Source: an optimization exercise on an open RTL-to-GDS flow (aim: small area, a short achievable clock period and few clock cycles). Production flows keep margins and buffers that such runs may drop.
No functional check of the RTL was part of any run shown here.

$ cat flow/design.v
module r48_round (
    input  wire               sign,
    input  wire signed [13:0] exp,      
    input  wire        [36:0] mant,     
    input  wire               guard,
    input  wire               sticky,
    output reg         [47:0] result,
    output reg                ovf
);
    wire        round_up = guard & (sticky | mant[0]);
    wire [37:0] sum      = {1'b0, mant} + {37'd0, round_up};
    wire signed [13:0] exp_r = sum[37] ? exp + 14'sd1 : exp;
    wire [35:0] frac     = sum[37] ? 36'd0 : sum[35:0];
    wire signed [13:0] biased = exp_r + 14'sd1023;
    always @* begin
        ovf = 1'b0;
        if (exp_r < -14'sd1022) begin
            result = {sign, 47'd0};
        end else if (exp_r > 14'sd1023) begin
            result = {sign, 11'h7FF, 36'd0};
            ovf    = 1'b1;
        end else begin
            result = {sign, biased[10:0], frac};
        end
    end
endmodule
module r48_srt_core #(
    parameter integer K  = 4,
    parameter integer N  = 40,
    parameter integer CW = 4
) (
    input  wire          sqrt,
    input  wire [CW-1:0] cnt,
    input  wire [36:0]   dvs,
    input  wire [N+2:0]  ws,
    input  wire [N+2:0]  wc,
    input  wire [N:0]    s,
    input  wire [N:0]    sm,
    output wire [N+2:0]  ws_nx,
    output wire [N+2:0]  wc_nx,
    output wire [N:0]    s_nx,
    output wire [N:0]    sm_nx
);
    localparam integer W = N + 3;
    wire [W-1:0] d_u = {{(W-37){1'b0}}, dvs} << (N - 37);
    wire [W-1:0] xs [0:K];
    wire [W-1:0] xc [0:K];
    wire [N:0]   xr [0:K];
    wire [N:0]   xm [0:K];
    assign xs[0] = ws;
    assign xc[0] = wc;
    assign xr[0] = s;
    assign xm[0] = sm;
    genvar t, b;
    generate
        for (t = 0; t < K; t = t + 1) begin : g_step
            wire [N:0] m;
            for (b = 0; b <= N; b = b + 1) begin : g_m
                if (b < N && (N - 1 - b) % K == t)
                    assign m[b] = (cnt == (N - 1 - b) / K);
                else
                    assign m[b] = 1'b0;
            end
            r48_srt_step #(.N(N)) u_step (
                .sqrt(sqrt), .m(m), .d(d_u),
                .ws(xs[t]), .wc(xc[t]), .s(xr[t]), .sm(xm[t]),
                .ws_nx(xs[t+1]), .wc_nx(xc[t+1]), .s_nx(xr[t+1]), .sm_nx(xm[t+1])
            );
        end
    endgenerate
    assign ws_nx = xs[K];
    assign wc_nx = xc[K];
    assign s_nx  = xr[K];
    assign sm_nx = xm[K];
endmodule
module r48_srt_step #(
    parameter integer N = 40
) (
    input  wire         sqrt,
    input  wire [N:0]   m,         
    input  wire [N+2:0] d,         
    input  wire [N+2:0] ws,
    input  wire [N+2:0] wc,
    input  wire [N:0]   s,
    input  wire [N:0]   sm,
    output wire [N+2:0] ws_nx,
    output wire [N+2:0] wc_nx,
    output wire [N:0]   s_nx,
    output wire [N:0]   sm_nx
);
    localparam integer W = N + 3;
    wire [4:0] ys = ws[W-1:W-5];
    wire [4:0] yc = wc[W-1:W-5];
    wire [4:0] y  = ys + yc;
    wire       qz = &(ys ^ yc);            
    wire       qp = !y[4];                 
    wire       qn = y[4] && !qz;           
    wire [W-1:0] p = sqrt ? {1'b0, s, 1'b0} | {2'b00, m}
                          : d;
    wire [W-1:0] n = sqrt ? {1'b0, sm, 1'b0} | {2'b00, m} | {1'b0, m, 1'b0}
                          : d;
    wire [W-1:0] a = qp ? ~p : (qn ? n : {W{1'b0}});
    wire [W-1:0] x2s = {ws[W-2:0], 1'b0};
    wire [W-1:0] x2c = {wc[W-2:0], 1'b0};
    wire [W-1:0] cy  = (x2s & x2c) | (x2s & a) | (x2c & a);
    assign ws_nx = x2s ^ x2c ^ a;
    assign wc_nx = {cy[W-2:0], qp};
    assign s_nx  = (qn ? sm : s) | (qz ? {(N+1){1'b0}} : m);
    assign sm_nx = (qp ? s : sm) | (qz ? m : {(N+1){1'b0}});
endmodule
module real48_divsqrt (
    input  wire        clk,
    input  wire        rst,
    input  wire        in_valid,
    output wire        in_ready,
    input  wire        in_op,        
    input  wire [47:0] in_a,
    input  wire [47:0] in_b,
    output reg         out_valid,
    output reg  [47:0] out_result,
    output reg         out_ovf,
    output reg         out_finv,
    output reg         out_fdz
);
    localparam integer K  = 4;           
    localparam integer N  = 40;          
    localparam integer NC = N / K;       
    localparam integer CW = 4;           
    localparam integer W  = N + 3;       
    reg busy;                            
    reg fin;                             
    assign in_ready = !busy;
    wire accept = in_valid && !busy && !rst;
    wire        sa = in_a[47];
    wire        sb = in_b[47];
    wire [10:0] ea = in_a[46:36];
    wire [10:0] eb = in_b[46:36];
    wire        fa_nz  = (in_a[35:0] != 36'd0);
    wire        fb_nz  = (in_b[35:0] != 36'd0);
    wire        a_max  = (ea == 11'h7FF);
    wire        b_max  = (eb == 11'h7FF);
    wire        a_nan  = a_max && fa_nz;
    wire        b_nan  = b_max && fb_nz;
    wire        a_inf  = a_max && !fa_nz;
    wire        b_inf  = b_max && !fb_nz;
    wire        a_zero = (ea == 11'd0);
    wire        b_zero = (eb == 11'd0);
    wire        sq     = sa ^ sb;
    reg       spec;
    reg [1:0] spec_kind;
    reg       spec_sign, spec_fdz;
    always @* begin
        spec      = 1'b1;
        spec_kind = 2'd0;
        spec_sign = sq;
        spec_fdz  = 1'b0;
        if (!in_op) begin
            if (a_nan || b_nan || (a_zero && b_zero) || (a_inf && b_inf))
                spec_kind = 2'd2;
            else if (a_inf)  spec_kind = 2'd1;
            else if (b_inf)  spec_kind = 2'd0;
            else if (b_zero) begin spec_kind = 2'd1; spec_fdz = 1'b1; end
            else if (a_zero) spec_kind = 2'd0;
            else             spec = 1'b0;
        end else begin
            spec_sign = sa;
            if (a_nan || (sa && !a_zero)) spec_kind = 2'd2;
            else if (a_zero)              spec_kind = 2'd0;
            else if (a_inf)               spec_kind = 2'd1;
            else                          spec = 1'b0;
        end
    end
    reg       spec_q;
    reg [1:0] kind_q;
    reg       ssign_q, sfdz_q;
    reg               op_q;
    reg               sign_q;
    reg signed [13:0] exp_q;
    reg      [W-1:0]  ws_q, wc_q;        
    reg        [N:0]  s_q, sm_q;         
    reg       [36:0]  div_q;
    reg     [CW-1:0]  cnt;
    wire signed [13:0] p    = $signed({3'b000, ea}) - 14'sd1059;
    wire signed [13:0] p_ev = p - {13'd0, p[0]};
    wire        [36:0] m_a  = {1'b1, in_a[35:0]};
    wire [W-1:0] ma_w = {{(W-37){1'b0}}, m_a};
    wire [W-1:0] w_init = !in_op ? (ma_w << (N - 38)) :
                          p[0]   ? ({{(W-N){1'b1}}, {N{1'b0}}} | (ma_w << (N - 37)))
                                 : ({{(W-N){1'b1}}, {N{1'b0}}} | (ma_w << (N - 38)));
    wire [W-1:0] ws_nx, wc_nx;
    wire [N:0]   s_nx, sm_nx;
    r48_srt_core #(.K(K), .N(N), .CW(CW)) u_core (
        .sqrt(op_q), .cnt(cnt), .dvs(div_q),
        .ws(ws_q), .wc(wc_q), .s(s_q), .sm(sm_q),
        .ws_nx(ws_nx), .wc_nx(wc_nx), .s_nx(s_nx), .sm_nx(sm_nx)
    );
    wire [W-1:0] w_sum = ws_q + wc_q;
    wire         w_neg = w_sum[W-1];
    wire [W-1:0] corr  = op_q ? {{(W-N-2){1'b0}}, sm_q, 1'b1}
                              : {{(W-37){1'b0}}, div_q} << (N - 37);
    wire         zero_pos = (w_sum == {W{1'b0}});
    wire         zero_neg = ((w_sum ^ corr) == {(w_sum[W-2:0] | corr[W-2:0]), 1'b0});
    wire         rem_nz   = w_neg ? !zero_neg : !zero_pos;
    wire [N-1:0] z = w_neg ? sm_q[N-1:0] : s_q[N-1:0];
    wire        sel = z[N-1];
    wire [36:0] r_mant   = sel ? z[N-1:N-37] : z[N-2:N-38];
    wire        r_guard  = sel ? z[N-38] : z[N-39];
    wire        r_sticky = rem_nz | (sel & z[N-39]) | low_nz;
    wire        low_nz;
    generate
        if (N > 39) begin : g_low
            assign low_nz = |z[N-40:0];
        end else begin : g_nolow
            assign low_nz = 1'b0;
        end
    endgenerate
    wire signed [13:0] r_exp = sel ? exp_q : exp_q - 14'sd1;
    wire [47:0] rnd_res;
    wire        rnd_ovf;
    r48_round u_round (
        .sign(sign_q), .exp(r_exp), .mant(r_mant),
        .guard(r_guard), .sticky(r_sticky),
        .result(rnd_res), .ovf(rnd_ovf)
    );
    always @(posedge clk) begin
        if (rst) begin
            busy      <= 1'b0;
            fin       <= 1'b0;
            spec_q    <= 1'b0;
            out_valid <= 1'b0;
        end else begin
            out_valid <= fin | spec_q;
            fin       <= busy && (cnt == NC - 1);
            spec_q    <= accept && spec;
            if (accept && !spec) busy <= 1'b1;
            else if (cnt == NC - 1) busy <= 1'b0;
        end
        if (fin) begin
            out_result <= rnd_res;
            out_ovf    <= rnd_ovf;
            out_finv   <= 1'b0;
            out_fdz    <= 1'b0;
        end else begin
            out_result <= (kind_q == 2'd2) ? 48'h7FF8_0000_0000 :
                          {ssign_q, {11{kind_q[0]}}, 36'd0};
            out_ovf    <= 1'b0;
            out_finv   <= kind_q[1];
            out_fdz    <= sfdz_q;
        end
        if (accept) begin
            kind_q  <= spec_kind;
            ssign_q <= spec_sign;
            sfdz_q  <= spec_fdz;
            op_q    <= in_op;
            sign_q  <= in_op ? 1'b0 : sq;
            exp_q   <= in_op ? 14'sd18 + (p_ev >>> 1)
                             : $signed({3'b000, ea}) - $signed({3'b000, eb});
            ws_q    <= w_init;
            wc_q    <= {W{1'b0}};
            s_q     <= {in_op, {N{1'b0}}};
            sm_q    <= {(N+1){1'b0}};
            div_q   <= {1'b1, in_b[35:0]};
            cnt     <= {CW{1'b0}};
        end else if (busy) begin
            ws_q    <= ws_nx;
            wc_q    <= wc_nx;
            s_q     <= s_nx;
            sm_q    <= sm_nx;
            cnt     <= cnt + 1'b1;
        end
    end
endmodule
$ cat flow/run.sh
#!/bin/bash
# synth_recipe.tcl (not shown) runs the flow's synth.tcl, then flattens the netlist and writes it again
# the make line also repeats each setting of config.mk as NAME=value (left out here)
make -C /OpenROAD-flow-scripts/flow DESIGN_CONFIG=/design/flow/config.mk WORK_HOME=/design/flow/orfs CLKGATE_MAP_FILE= SYNTH_SCRIPT=/design/flow/synth_recipe.tcl finish
$ cat flow/config.mk
export PLATFORM = sky130hd
export DESIGN_NAME = real48_divsqrt
export DESIGN_NICKNAME = real48_divsqrt
export VERILOG_FILES = /design/flow/design.v
export SDC_FILE = /design/flow/constraint.sdc
export NUM_CORES = 4
export LEC_CHECK = 0
export CAP_MARGIN = 20
export CORE_MARGIN = 2
export CORE_UTILIZATION = 40
export SLEW_MARGIN = 20
$ cat flow/constraint.sdc
create_clock -name core_clock -period 10.0 [get_ports {clk}]
set_input_delay 2.0000 -clock core_clock [delete_from_list [all_inputs] [get_ports {clk}]]
set_output_delay 2.0000 -clock core_clock [all_outputs]
set_load 0.01 [all_outputs]
==> flow_metrics.env, run 1 <==
export IMPL_synthFlopType="dfxtp_1"
export IMPL_synth_cell_types=82
export IMPL_status="finished clean"
export IMPL_start_util_pct=40.3
export IMPL_slew_headroom_pct=29.5
export IMPL_cp_common_cell="a21o_1"
export IMPL_first_pass_iters=7
export IMPL_dp_cells=4863
export IMPL_cts_root_buffer="clkbuf_16"
export IMPL_h_tree_depth=2
export IMPL_maxSlewViolCount=0
export IMPL_cp_num_buf_inv=7
export IMPL_grt_pass1_wl_mm=196
export IMPL_synthesis_area_sq_um=30500
export IMPL_crit_family="adder cells"
export IMPL_antenna_found_initial=5
export IMPL_crit_slowest_cell="fa_1"
export IMPL_overflow=0
export IMPL_routedWlPerCell_um=27.8
export IMPL_async_flop_share_pct=0
export IMPL_syn_to_final_growth_pct=14.9
export IMPL_yosysWarnings=3
export IMPL_routed_wl_mm=138
export IMPL_regToRegStartpoint="ws_q[39]"
export IMPL_timing_hold_ws_ns=0.454
export IMPL_die_area_sq_um=78600
export IMPL_port_buffers=152
export IMPL_crit_path_max_fanout=25
export IMPL_yosys_top_cells_count="nand2_1, o21ai_0, nor2_1"
export IMPL_hp_class="flip-flop to flip-flop"
export IMPL_synth_most_common_cell="nand2_1"
export IMPL_worst_slew_pin_slew_ns=1.06
export IMPL_io_pins=153
export IMPL_hpwl_mm=102
export IMPL_finalSetupViolCount=0
export IMPL_r2r_end="ws_q[18]"
export IMPL_routed_via_density=6.31
export IMPL_cts_max_path_buffers=3
export IMPL_rows=101
export IMPL_clock_fmax_mhz=105
export IMPL_final_nets=4323
export IMPL_hp_start="sfdz_q"
export IMPL_grt_pass1_vias=28700
export IMPL_fin_ws_ns=0.445
export IMPL_synth_area_leaders="dfxtp_1, fa_1, edfxtp_1"
export IMPL_gp_congestion=1.03
export IMPL_coreArea_sq_um=75800
export IMPL_grt_max_degree=73
export IMPL_grt_use_total_pct=33.8
export IMPL_drc=0
export IMPL_cap_viol_max_count=0
export IMPL_synth_top_area_share_pct=11.9
export IMPL_cts_tree="yes"
export IMPL_synth_seq_cells=281
export IMPL_grt_met1_usage_pct=45.3
export IMPL_hold_end="out_fdz"
export IMPL_avgSynthCellArea_sq_um=7.75
export IMPL_drt_initial_drc_count=4226
export IMPL_syn_nets=4321
export IMPL_min_period_ns=9.56
export IMPL_cp_end_kind="flip-flop"
export IMPL_path_clk_slew_ns=0.07
export IMPL_crit_required_ns=10.32
export IMPL_cts_sinks=281
export IMPL_grt_busiest_layer="met2"
export IMPL_use_met2_pct=48.7
export IMPL_whs_path_depth=1
export IMPL_cpPeakStageDelay_ns=0.52
export IMPL_startpoint_type="flip-flop"
export IMPL_ant_nets=0
export IMPL_synth_edf_count=99
export IMPL_ys_seq_area_share_pct=21.7
export IMPL_placed_area_sq_um=33300
export IMPL_finalHoldViolCount=0
export IMPL_reg2reg_depth=41
export IMPL_finalNonFillerCells=4954
export IMPL_stdcell_area_sq_um=35100
export IMPL_die_height_um=280
export IMPL_die_w_um=280
export IMPL_cts_buffers=40
export IMPL_grtUsageMet3_pct=9.61
export IMPL_yosysTopAreaCell="dfxtp_1"
export IMPL_ff2ff_setup_slack_ns=0.44
export IMPL_syn_inst=3940
export IMPL_drive_gt1_share_pct=7.70
export IMPL_finalCritPeriodShare_pct=95.6
export IMPL_clk_latency_ns=0.60
export IMPL_skew_ns=0.0425
export IMPL_worst_setup_path_type="flip-flop to flip-flop"
export IMPL_dp_slack_ns=0.0418
export IMPL_crit_arrival_ns=9.88
export IMPL_vias=31300
export IMPL_postCtsHoldBufs=0
export IMPL_setup_tns_ns=0
-- worst max path at each step --
stage / startpoint / endpoint / slack (ns) / cells past startpoint
floorplan: ws_q[39] / ws_q[24] / 0.02 / 50
detailed placement: ws_q[38] / ws_q[28] / 0.04 / 37
finish: ws_q[39] / ws_q[18] / 0.44 / 41
global placement: ws_q[38] / ws_q[28] / 0.33 / 37
global route: ws_q[39] / ws_q[30] / -0.02 / 46
CTS: ws_q[38] / ws_q[28] / 0.02 / 37
-- flip-flops by register name (all words and copies together), names as in the netlist, 2 cells and up --
signal	cells
sm_q	41
s_q	41
cnt	4
ws_q	43
kind_q	2
wc_q	42
div_q	36
out_result	48
exp_q	13
-- cells in the final DEF, fill, tap and decap left out, types with 88 or more instances in the layout --
master and instances:
a21oi_1 298, a22o_1 88, buf_4 132, clkdlybuf4s50_1 152, dfxtp_1 179, edfxtp_1 99, fa_1 156, ha_1 120
inv_1 208, mux2i_1 221, nand2_1 473, nor2_1 327, o21ai_0 349, xnor2_1 110
-- layout make-up --
class | count | area [sq um]
Fill cell | 7514 | 40700
Multi-Input combinational cell | 3111 | 22100
Sequential cell | 281 | 6620
Timing Repair Buffer | 294 | 2730
Tap cell | 978 | 1220
Clock buffer | 49 | 1150
Inverter | 214 | 810
Clock inverter | 25 | 397
Antenna cell | 2 | 5.00
-- repair_timing --
item                                    in CTS  in global routing
resized for setup                            0                  9
endpoints found under the setup margin       0                 77
buffers inserted                             0                 12
-- worst register-to-register path, delay by kind of cell, from the launching register on --
family / cells / cell delay (ns)
AND/OR/NAND/NOR: 6 / 0.81
AO/OA/AOI/OAI: 16 / 2.83
adder cells (fa/ha/maj): 8 / 3.11
XOR/XNOR: 4 / 0.86
flip-flops: 1 / 0.45
buffers and inverters: 7 / 1.24
-- through the flow --
| stage | utilization [%] |
|---|---|
| global placement | 43.9 |
| CTS | 46.0 |
| global route | 46.3 |
| detailed placement | 43.9 |
| floorplan | - |
| finish | 46.3 |
-- kinds of logic after synthesis --
kind of cell               after synthesis  synth area share [%]
muxes                                  245                  8.13
adders and majority gates              281                  15.4
AOI/OAI and AO/OA                     1167                  24.1
buffers and inverters                  548                  6.87
xor gates and xnor gates               197                  5.74
DFF                                    281                  21.7
and+or+nand+nor                       1221                  18.1
-- routing by layer --
metal	up-vias	part of all wire, %
li1	14100	-
met1	14700	40
met2	2071	41
met3	417	13
met4	4	6.6
met5	-	0.024
==> run 2, diff against run 1 <==
--- a/flow/config.mk
+++ b/flow/config.mk
@@ -8,4 +8,5 @@
 export CAP_MARGIN = 20
 export CORE_MARGIN = 2
 export CORE_UTILIZATION = 40
+export SETUP_SLACK_MARGIN = 4
 export SLEW_MARGIN = 20
==> flow_metrics.env, run 2 <==
export IMPL_synth_cell_types=82
export IMPL_skew_ns=0.0287
export IMPL_synthAdderAreaFrac_pct=15.4
export IMPL_port_buffers=152
export IMPL_yosys_area_share_simple_pct=18.1
export IMPL_gp_congestion=1.01
export IMPL_synth_most_common_cell="nand2_1"
export IMPL_grt_max_degree=161
export IMPL_worst_setup_path_type="flip-flop to flip-flop"
export IMPL_routedWlPerCell_um=28.4
export IMPL_cpPeakStageDelay_ns=0.59
export IMPL_worst_slew_pin_slew_ns=1.15
export IMPL_ant_nets=0
export IMPL_cp_end_kind="flip-flop"
export IMPL_synth_top_area_share_pct=11.9
export IMPL_largest_reg_flops=48
export IMPL_ff_latch_area_sq_um=6620
export IMPL_ys_seq_area_share_pct=21.7
export IMPL_finalSetupViolCount=0
export IMPL_synth_edf_count=99
export IMPL_status="finished clean"
export IMPL_synth_xor_area_share_pct=5.74
export IMPL_drc=0
export IMPL_path_clk_slew_ns=0.07
export IMPL_h_tree_depth=2
export IMPL_cts_root_buffer="clkbuf_16"
export IMPL_crit_required_ns=10.27
export IMPL_drive_gt1_share_pct=15.8
export IMPL_setup_tns_ns=0
export IMPL_timing_hold_ws_ns=0.455
export IMPL_coreArea_sq_um=75800
export IMPL_synth_seq_cells=281
export IMPL_final_nets=4441
export IMPL_hpwl_mm=98.8
export IMPL_crit_slowest_cell="fa_1"
export IMPL_die_height_um=280
export IMPL_top_register="out_result"
export IMPL_finalCritPeriodShare_pct=91.6
export IMPL_synth_area_mux_share_pct=8.13
export IMPL_yosysWarnings=3
export IMPL_first_pass_iters=9
export IMPL_slew_headroom_pct=23.3
export IMPL_cts_max_path_buffers=3
export IMPL_fin_ws_ns=0.839
export IMPL_rows=101
export IMPL_hp_class="flip-flop to flip-flop"
export IMPL_maxSlewViolCount=0
export IMPL_clk_latency_ns=0.58
export IMPL_die_w_um=280
export IMPL_yosys_top_cells_count="nand2_1, o21ai_0, nor2_1"
export IMPL_io_pins=153
export IMPL_dp_slack_ns=0.243
export IMPL_crit_arrival_ns=9.43
export IMPL_synthFlopType="dfxtp_1"
export IMPL_synth_compound_area_share_pct=24.1
export IMPL_yosysTopAreaCell="dfxtp_1"
export IMPL_crit_path_max_fanout=6
export IMPL_mostFrequentLayoutCell="nand2_1"
export IMPL_overflow=0
export IMPL_finalNonFillerCells=5071
export IMPL_async_flop_share_pct=0
export IMPL_routed_wl_mm=144
export IMPL_syn_to_final_growth_pct=23.8
export IMPL_syn_inst=3940
export IMPL_synthesis_area_sq_um=30500
export IMPL_syn_nets=4321
export IMPL_die_area_sq_um=78600
export IMPL_antenna_found_initial=5
export IMPL_finalHoldViolCount=0
export IMPL_cp_num_buf_inv=18
export IMPL_multiInputGateArea_sq_um=23400
export IMPL_top_regs="out_result (48), ws_q (43), wc_q (42)"
export IMPL_stdcell_area_sq_um=37800
export IMPL_cap_viol_max_count=0
export IMPL_grt_pass1_wl_mm=207
export IMPL_startpoint_type="flip-flop"
export IMPL_synth_area_leaders="dfxtp_1, fa_1, edfxtp_1"
export IMPL_synth_top_family_by_area="compound AO/OA/AOI/OAI gates"
export IMPL_grt_use_total_pct=35.6
export IMPL_drt_initial_drc_count=4247
export IMPL_nFillCells=7272
export IMPL_routed_via_density=6.44
export IMPL_final_util_pct=49.9
export IMPL_avgSynthCellArea_sq_um=7.75
export IMPL_grt_pass1_vias=30500
export IMPL_min_period_ns=9.16
export IMPL_clock_fmax_mhz=109
export IMPL_cts_buffers=38
export IMPL_crit_family="adder cells"
export IMPL_cts_sinks=281
export IMPL_vias=32700
export IMPL_rsz0062_at_grt="yes"
export IMPL_cp_common_cell="buf_4"
export IMPL_dp_cells=4847
export IMPL_final_cell_mix="nand2_1, nor2_1, a21oi_1"
export IMPL_cts_tree="yes"
export IMPL_placed_area_sq_um=33400
export IMPL_start_util_pct=40.3
-- run 2: worst paths after layout --
kind,from,endpoint,slack (ns),depth (start not counted)
worst min register to register,sfdz_q,out_fdz,0.46,1
worst min-delay path,sfdz_q,out_fdz,0.46,1
worst max-delay path,ws_q[38],ws_q[39],0.84,49
worst max register to register,ws_q[38],ws_q[39],0.84,49
-- run 2: worst register-to-register path: cells and delay by family, from the launching register on --
family / cells / cell delay, ns
buf+inv: 18 / 2.18
xor+xnor: 3 / 0.58
fa+ha+maj: 7 / 2.80
simple gates: 6 / 0.55
compound gates: 15 / 2.35
flops: 1 / 0.41
-- run 2: cell families (layout without fill, tap and decap cells) --
family          Yosys count  count (layout)
fa+ha+maj               281             281
flops                   281             281
buf+inv                 548             695
xor+xnor                197             197
simple gates           1221            1221
other cells               0               4
mux                     245             245
compound gates         1167            1169
-- run 2: per-layer routing --
metal,global-route usage (%),vias to the layer above,wire [um]
met3,12.7,611,19200
met2,52.2,2287,59400
met5,0.250,-,279
met1,44.4,15500,53900
li1,-,14300,-
met4,21.8,6,11300
-- run 2: area by class of cell --
cell class | count | area share, %
multi-input cells | 3113 | 61.9
clock inverters | 18 | 0.414
flip-flops and latches | 281 | 17.5
clock buffers | 51 | 3.00
well taps | 978 | 3.24
inverters | 214 | 2.14
repair buffers | 412 | 11.8
diodes | 4 | 0.0265
-- run 2: repair_timing --
action / CTS / global route
hold buffers: 0 / 0
resized for setup: 325 / 61
pin swaps: 89 / 41
cloned: 21 / 1
buffers inserted: 104 / 24
setup endpoints to repair: 215 / 214

static timing again, ports no longer ideal:
How much do the figures lean on ideal ports? The routed layouts below were timed once more, with nothing changed but the port constraints.
Step 1 sets driving cells, clkbuf_16 on the clock port and buf_2 on the other inputs (assumed; they add their load-dependent delay and slew).
Step 2 adds t to the input delays and takes it off the output delays; t is the mean of the earliest and latest rising clock arrival at the registers after step 1. Input paths then give back, and output paths get back, about the clock's delay inside the block.
Three values: no drivers, after step 1, after step 2; two values: the first two.
run	t, ns	slack for setup (ns)	latest minus earliest clock arrival (ns)
run 1	0.645	0.445 / 0.445 / 0.445	0.043 / 0.042
run 2	0.625	0.839 / 0.839 / 0.839	0.029 / 0.029
After both steps setup and hold are still met in every run listed.
